Source: an optimization exercise on an open RTL-to-GDS flow (aim: small area, a short achievable clock period and few clock cycles per item). Production flows keep margins and buffers that such runs may drop. At most, simulation tests tie the RTL to the original design; equivalence was not proved.

Setup of cedar:
==> flow/design.v (excerpt) <==
module qmx_unit (
    input  wire        clk,
    input  wire        rst_n,       
    input  wire        in_valid,
    output wire        in_ready,
    input  wire [31:0] in_data,     
    input  wire        in_act,      
    input  wire [3:0]  in_fmt,      
    input  wire        in_rz,       
    output wire        out_valid,
    input  wire        out_ready,
    output wire [31:0] out_word,    
    output wire        out_we       
);
==> flow/config.mk <==
export PLATFORM = sky130hd
export DESIGN_NAME = qmx_unit
export DESIGN_NICKNAME = qmx_unit
export VERILOG_FILES = /design/flow/design.v
export SDC_FILE = /design/flow/constraint.sdc
export NUM_CORES = 4
export LEC_CHECK = 0
export ABC_AREA = 1
export CAP_MARGIN = 20
export CORE_MARGIN = 2
export CORE_UTILIZATION = 40
export CTS_CLUSTER_DIAMETER = 100
export CTS_CLUSTER_SIZE = 24
export SLEW_MARGIN = 20
==> flow/constraint.sdc <==
create_clock -name core_clock -period 18.0 [get_ports {clk}]
set_input_delay 3.6000 -clock core_clock [delete_from_list [all_inputs] [get_ports {clk}]]
set_output_delay 3.6000 -clock core_clock [all_outputs]
set_load 0.01 [all_outputs]
standard.sh (not shown) runs the stock make flow with config.mk's settings and CLKGATE_MAP_FILE= SYNTH_SCRIPT=/design/flow/synth_recipe.tcl, a recipe that flattens the netlist after the stock synthesis.
==> flow/flow/run.sh <==
#!/bin/bash
set -euo pipefail
export BUFFER_PORTS_ARGS="-buffer_cell sky130_fd_sc_hd__buf_2"
export SETUP_SLACK_MARGIN=$(cat flow/setup_margin)
bash standard.sh > standard.log 2>&1
==> flow/flow/setup_margin <==
13.2
Testbench counts of cedar, summed over its fixed seeds: cycles 33,040, blocks 1,024.
--- input diff cedar..zinc ---
-- flow/design.v --
<<< cedar, line 1
module qmx_lane (
    input  wire [17:0] ent,
    input  wire [2:0]  c,          
    input  wire        rz,
    input  wire [8:0]  mxs,
    output wire        we,
    output wire [19:0] word        
>>> zinc, line 1
module qmx_lane (
    input  wire [17:0] ent,
    input  wire [5:0]  fh,         
    input  wire        rz,
    input  wire [8:0]  mxs,
    input  wire        nan_blk,    
    input  wire        inf_blk,    
    output wire        we,
    output wire [19:0] word        
<<< cedar, line 39
    wire [8:0] L   = ent[16:8];
    wire [7:0] F   = ent[7:0];
    wire       f43 = (c == 3'b000), f52 = (c == 3'b001), f32 = (c == 3'b010);
    wire       f23 = (c == 3'b011), f21 = (c == 3'b100);
    wire       is_int = (c == 3'b101);
    wire       nan_blk = (c == 3'b110);
    wire       inf_blk = (c == 3'b111);
    wire       m1  = f21;                   
    wire       m2  = f52 || f32;            
>>> zinc, line 41
    wire [8:0] L   = ent[16:8];
    wire [7:0] F   = ent[7:0];
    wire       f43 = fh[0], f52 = fh[1], f32 = fh[2], f23 = fh[3], f21 = fh[4];
    wire       is_int = fh[5];
    wire       m1  = f21;                   
    wire       m2  = f52 || f32;            
<<< cedar, line 93
    wire       lost  = (L != 9'd0) && !nrm && (n == 8'd0) && !up;
    wire [7:0] code  = mxs[7:0] - cb;
    wire       spec  = c[2] && c[1];
    assign we   = (L != 9'h1FF);
    assign word = spec ? {2'b00, inf_blk, nan_blk, 8'hFF, 8'h00}
                       : {clamp, lost, 2'b00, code, elem};
endmodule
>>> zinc, line 92
    wire       lost  = (L != 9'd0) && !nrm && (n == 8'd0) && !up;
    wire [7:0] code  = mxs[7:0] - cb;
    wire       spec  = nan_blk || inf_blk;
    assign we   = (L != 9'h1FF);
    assign word = spec ? {2'b00, inf_blk && !nan_blk, nan_blk, 8'hFF, 8'h00}
                       : {clamp, lost, 2'b00, code, elem};
endmodule
<<< cedar, line 143
    reg  [4:0]  ol;                 
    reg         pend;               
    reg  [2:0]  i_c;  reg i_rz;  reg [8:0] i_mx;                       
    reg  [2:0]  o_c;  reg o_rz;  reg [8:0] o_mx;                       
    reg         s_v;
    reg  [17:0] s_e;
>>> zinc, line 142
    reg  [4:0]  ol;                 
    reg         pend;               
    reg  [2:0]  i_f;  reg i_rz;  reg [8:0] i_mx;  reg i_nan, i_inf;    
    reg  [5:0]  o_fh; reg o_rz;  reg [8:0] o_mx;  reg o_nan, o_inf;    
    reg         s_v;
    reg  [17:0] s_e;
<<< cedar, line 246
    wire [8:0] i_base    = d_first ? {3'd0, w_fl} : i_mx;
    wire [8:0] n_mx      = (d_mxs > i_base) ? d_mxs : i_base;
    wire       n_nan     = d_nan || (!d_first && i_c == 3'b110);
    wire       n_inf     = d_inf || (!d_first && i_c == 3'b111);
    wire [2:0] n_c       = n_nan ? 3'b110 : n_inf ? 3'b111 : wf;
    wire       sw        = (done || pend) && s_take;
    wire       xf        = !full || !e_olm_q;
>>> zinc, line 245
    wire [8:0] i_base    = d_first ? {3'd0, w_fl} : i_mx;
    wire [8:0] n_mx      = (d_mxs > i_base) ? d_mxs : i_base;
    wire       n_nan     = d_nan || (!d_first && i_nan);
    wire       n_inf     = d_inf || (!d_first && i_inf);
    function [5:0] fdec(input [2:0] ff);
        case (ff)
            3'b000:  fdec = 6'b000001;      
            3'b001:  fdec = 6'b000010;      
            3'b010:  fdec = 6'b000100;      
            3'b011:  fdec = 6'b001000;      
            3'b100:  fdec = 6'b010000;      
            default: fdec = 6'b100000;      
        endcase
    endfunction
    wire       sw        = (done || pend) && s_take;
    wire       xf        = !full || !e_olm_q;
<<< cedar, line 304
    always @(posedge clk) begin
        if (wr) begin
            i_c <= n_c;  i_rz <= wrz;  i_mx <= n_mx;
        end
        if (sw) begin
            if (done) begin
                o_c <= n_c;  o_rz <= wrz;  o_mx <= n_mx;
            end else begin
                o_c <= i_c;  o_rz <= i_rz; o_mx <= i_mx;
            end
        end
>>> zinc, line 312
    always @(posedge clk) begin
        if (wr) begin
            i_f <= wf;  i_rz <= wrz;  i_mx <= n_mx;  i_nan <= n_nan;  i_inf <= n_inf;
        end
        if (sw) begin
            if (done) begin
                o_fh <= fdec(wf);  o_rz <= wrz;  o_mx <= n_mx;   o_nan <= n_nan;  o_inf <= n_inf;
            end else begin
                o_fh <= fdec(i_f); o_rz <= i_rz; o_mx <= i_mx;  o_nan <= i_nan;  o_inf <= i_inf;
            end
        end
<<< cedar, line 318
    qmx_lane u_lane (
        .ent     (s_e),
        .c       (o_c),
        .rz      (o_rz),
        .mxs     (o_mx),
        .we      (l_we),
        .word    (l_w)
>>> zinc, line 326
    qmx_lane u_lane (
        .ent     (s_e),
        .fh      (o_fh),
        .rz      (o_rz),
        .mxs     (o_mx),
        .nan_blk (o_nan),
        .inf_blk (o_inf),
        .we      (l_we),
        .word    (l_w)
==> run notes <==
- zinc: full flow OK, the timing, DRC and antenna checks passed
- Endpoint of the worst setup timing path = out_word[13]: zinc; endpoint of the worst setup timing path = out_word[18]: cedar
- STATUS worst-case setup margin in the final layout: zinc loses against cedar
- For the multi-input gate area in the final layout, zinc came in 44 µm² lower than cedar did.
- zinc vs. cedar: switching part of the total stayed essentially flat; post-CTS setup buffer count decreased by 1 relative to the old numbers; final setup skew +0.026 ns; tightest slew margin relative to the limit saw a decrease.
- | routed wire length | zinc vs cedar | 370 µm lower |
- zinc -> cedar: number of optimization iterations in the first detailed-route pass delta 0, exact match
- Compare cedar and zinc | design area higher: zinc
- Per the comparison of zinc with cedar, multiplexer area fraction after synthesis has remained practically unchanged, DRC violations left has remained practically unchanged.
Only the layout flow was run in zinc; the RTL was not checked for function there.

* * *

alpha:
Another version of the RTL of qmx_unit (not shown whole).
For scale: roughly 77 I/O pins.
clock: 18.0 ns
lec_check: 0
abc_area: 1
cap_margin: 20
core_margin: 2
core_utilization: 40
cts_cluster_diameter: 100
cts_cluster_size: 24
slew_margin: 20
Scripts as last shown in full above: flow/flow/run.sh, flow/flow/setup_margin
Input changes introduced in epsilon (baseline for comparison: alpha):
-- flow/design.v --
<<< alpha, line 67
    wire       st   = s0 || (|xs[6:0]);
    wire       up   = !rz && g && (st || n[0]);
    wire       neg  = is_int && sgn;
    wire [7:0] nx   = {8{neg}} ^ n;
    wire [7:0] nx1  = inc8(nx);
    wire [7:0] rn   = (up ^ neg) ? nx1 : nx;
    wire       iovf  = !sgn && (n == 8'h7F) && up;
    wire [7:0] ielem = iovf ? 8'h7F : rn;
    wire [4:0] smag = rn[4:0];
    wire [2:0] mb   = ({3{m1}} & {2'd0, F[1]}) | ({3{m2}} & {1'b0, F[2:1]}) | ({3{m3}} & F[3:1]);
    wire       un   = F[5];
>>> epsilon, line 67
    wire       st   = s0 || (|xs[6:0]);
    wire       up   = !rz && g && (st || n[0]);
    wire [7:0] nx    = {8{sgn}} ^ n;
    wire [7:0] nx1   = inc8(nx);
    wire [7:0] ie    = (up ^ sgn) ? nx1 : nx;
    wire       iovf  = !sgn && (n == 8'h7F) && up;
    wire [7:0] ielem = iovf ? 8'h7F : ie;
    wire [7:0] n1   = inc8(n);
    wire [4:0] smag = up ? n1[4:0] : n[4:0];
    wire [2:0] mb   = ({3{m1}} & {2'd0, F[1]}) | ({3{m2}} & {1'b0, F[2:1]}) | ({3{m3}} & F[3:1]);
    wire       un   = F[5];
<<< alpha, line 139
    reg         full;               
    reg  [4:0]  ol;                 
    reg         pend;               
    reg  [2:0]  i_f;  reg i_rz;  reg [7:0] i_ex;  reg i_nan, i_inf;    
>>> epsilon, line 139
    reg         full;               
    reg  [4:0]  ol;                 
    reg  [4:0]  olm;                
    reg         pend;               
    reg  [2:0]  i_f;  reg i_rz;  reg [7:0] i_ex;  reg i_nan, i_inf;    
<<< alpha, line 230
    wire       at        = (ph == q);                   
    wire       e_ol_q    = (ol == q);
    wire       e_olm_q   = (ol == q + 5'd1);
    wire       e_ph1_q   = (ph + 5'd1 == q);
    wire       wr        = d_v && at && !(full && e_ol_q) && !(d_first && pend);
>>> epsilon, line 231
    wire       at        = (ph == q);                   
    wire       e_ol_q    = (ol == q);
    wire       e_olm_q   = (olm == q);
    wire       e_ph1_q   = (ph + 5'd1 == q);
    wire       wr        = d_v && at && !(full && e_ol_q) && !(d_first && pend);
<<< alpha, line 238
    wire       o_take    = !o_v || out_ready;           
    wire       s_take    = !s_v || o_take;              
    wire       rd_pre    = (full && (ph + 5'd1 == ol)) || done;
    wire       rd        = rd_pre && s_take;
    wire [7:0] i_base    = d_first ? {4'd0, w_emax} : i_ex;
>>> epsilon, line 239
    wire       o_take    = !o_v || out_ready;           
    wire       s_take    = !s_v || o_take;              
    wire       rd_pre    = (full && (ph == olm)) || done;
    wire       rd        = rd_pre && s_take;
    wire [7:0] i_base    = d_first ? {4'd0, w_emax} : i_ex;
<<< alpha, line 294
            full     <= 1'b0;
            ol       <= 5'd0;
            pend     <= 1'b0;
            s_v      <= 1'b0;
>>> epsilon, line 295
            full     <= 1'b0;
            ol       <= 5'd0;
            olm      <= 5'd31;
            pend     <= 1'b0;
            s_v      <= 1'b0;
<<< alpha, line 305
                full <= 1'b1;
                ol   <= {4'd0, rd};
            end else if (rd) begin
                if (ol == 5'd31) full <= 1'b0;
                ol   <= ol + 5'd1;
            end
            pend     <= (done || pend) && !s_take;
>>> epsilon, line 307
                full <= 1'b1;
                ol   <= {4'd0, rd};
                olm  <= rd ? 5'd0 : 5'd31;
            end else if (rd) begin
                if (olm == 5'd30) full <= 1'b0;
                ol   <= ol + 5'd1;
                olm  <= olm + 5'd1;
            end
            pend     <= (done || pend) && !s_take;
==> comparison <==
- epsilon completed; timing, DRC and antenna clean
- alpha → epsilon: global-route track usage on met3 went up by 0.19 points; gate count after technology mapping went up by 61; total track usage went up by 0.43 points; global-route wire length before repair went up by about 4.3%.
- Achievable frequency: alpha vs epsilon — no meaningful difference
- alpha → epsilon: number of inverters outside the clock class in the layout higher; number of rows created at floorplan higher.
Testbench counts of epsilon, summed over its fixed seeds: cycles 33,040, blocks 1,024.
No functional check of the RTL was part of alpha.

[re-timing with driven ports]
The results above use ideal ports. As a check the final layouts listed here were re-extracted and re-timed, cells and wires unchanged. Step 1 (the two cells are an assumption about what drives the block):
set clk [get_ports {clk}]
set_driving_cell -lib_cell sky130_fd_sc_hd__clkbuf_16 $clk
set_driving_cell -lib_cell sky130_fd_sc_hd__buf_2 [delete_from_list [all_inputs] $clk]
Step 2, shift: input delay + t, output delay - t, t = (earliest + latest rising clock arrival at the registers) / 2. This alone moves slack from input paths to output paths. Slacks: ideal ports / drivers / drivers and shift; pairs: ideal ports / drivers.
run	shift t [ns]	setup WS [ns]	worst setup path at the end	latest minus earliest clock arrival (ns)
cedar	0.605	13.316 / 13.264 / 12.841	input to register	0.026 / 0.026
zinc	0.601	13.292 / 13.241 / 12.797	input to register	0.046 / 0.046
alpha	0.615	13.258 / 13.205 / 12.738	input to register	0.025 / 0.025
epsilon	0.628	13.266 / 13.211 / 12.758	input to register	0.020 / 0.020
After both steps every run listed still meets setup and hold. For alpha, which loses most, drivers alone change the setup slack by -0.053 ns; drivers and shift together by -0.520 ns.
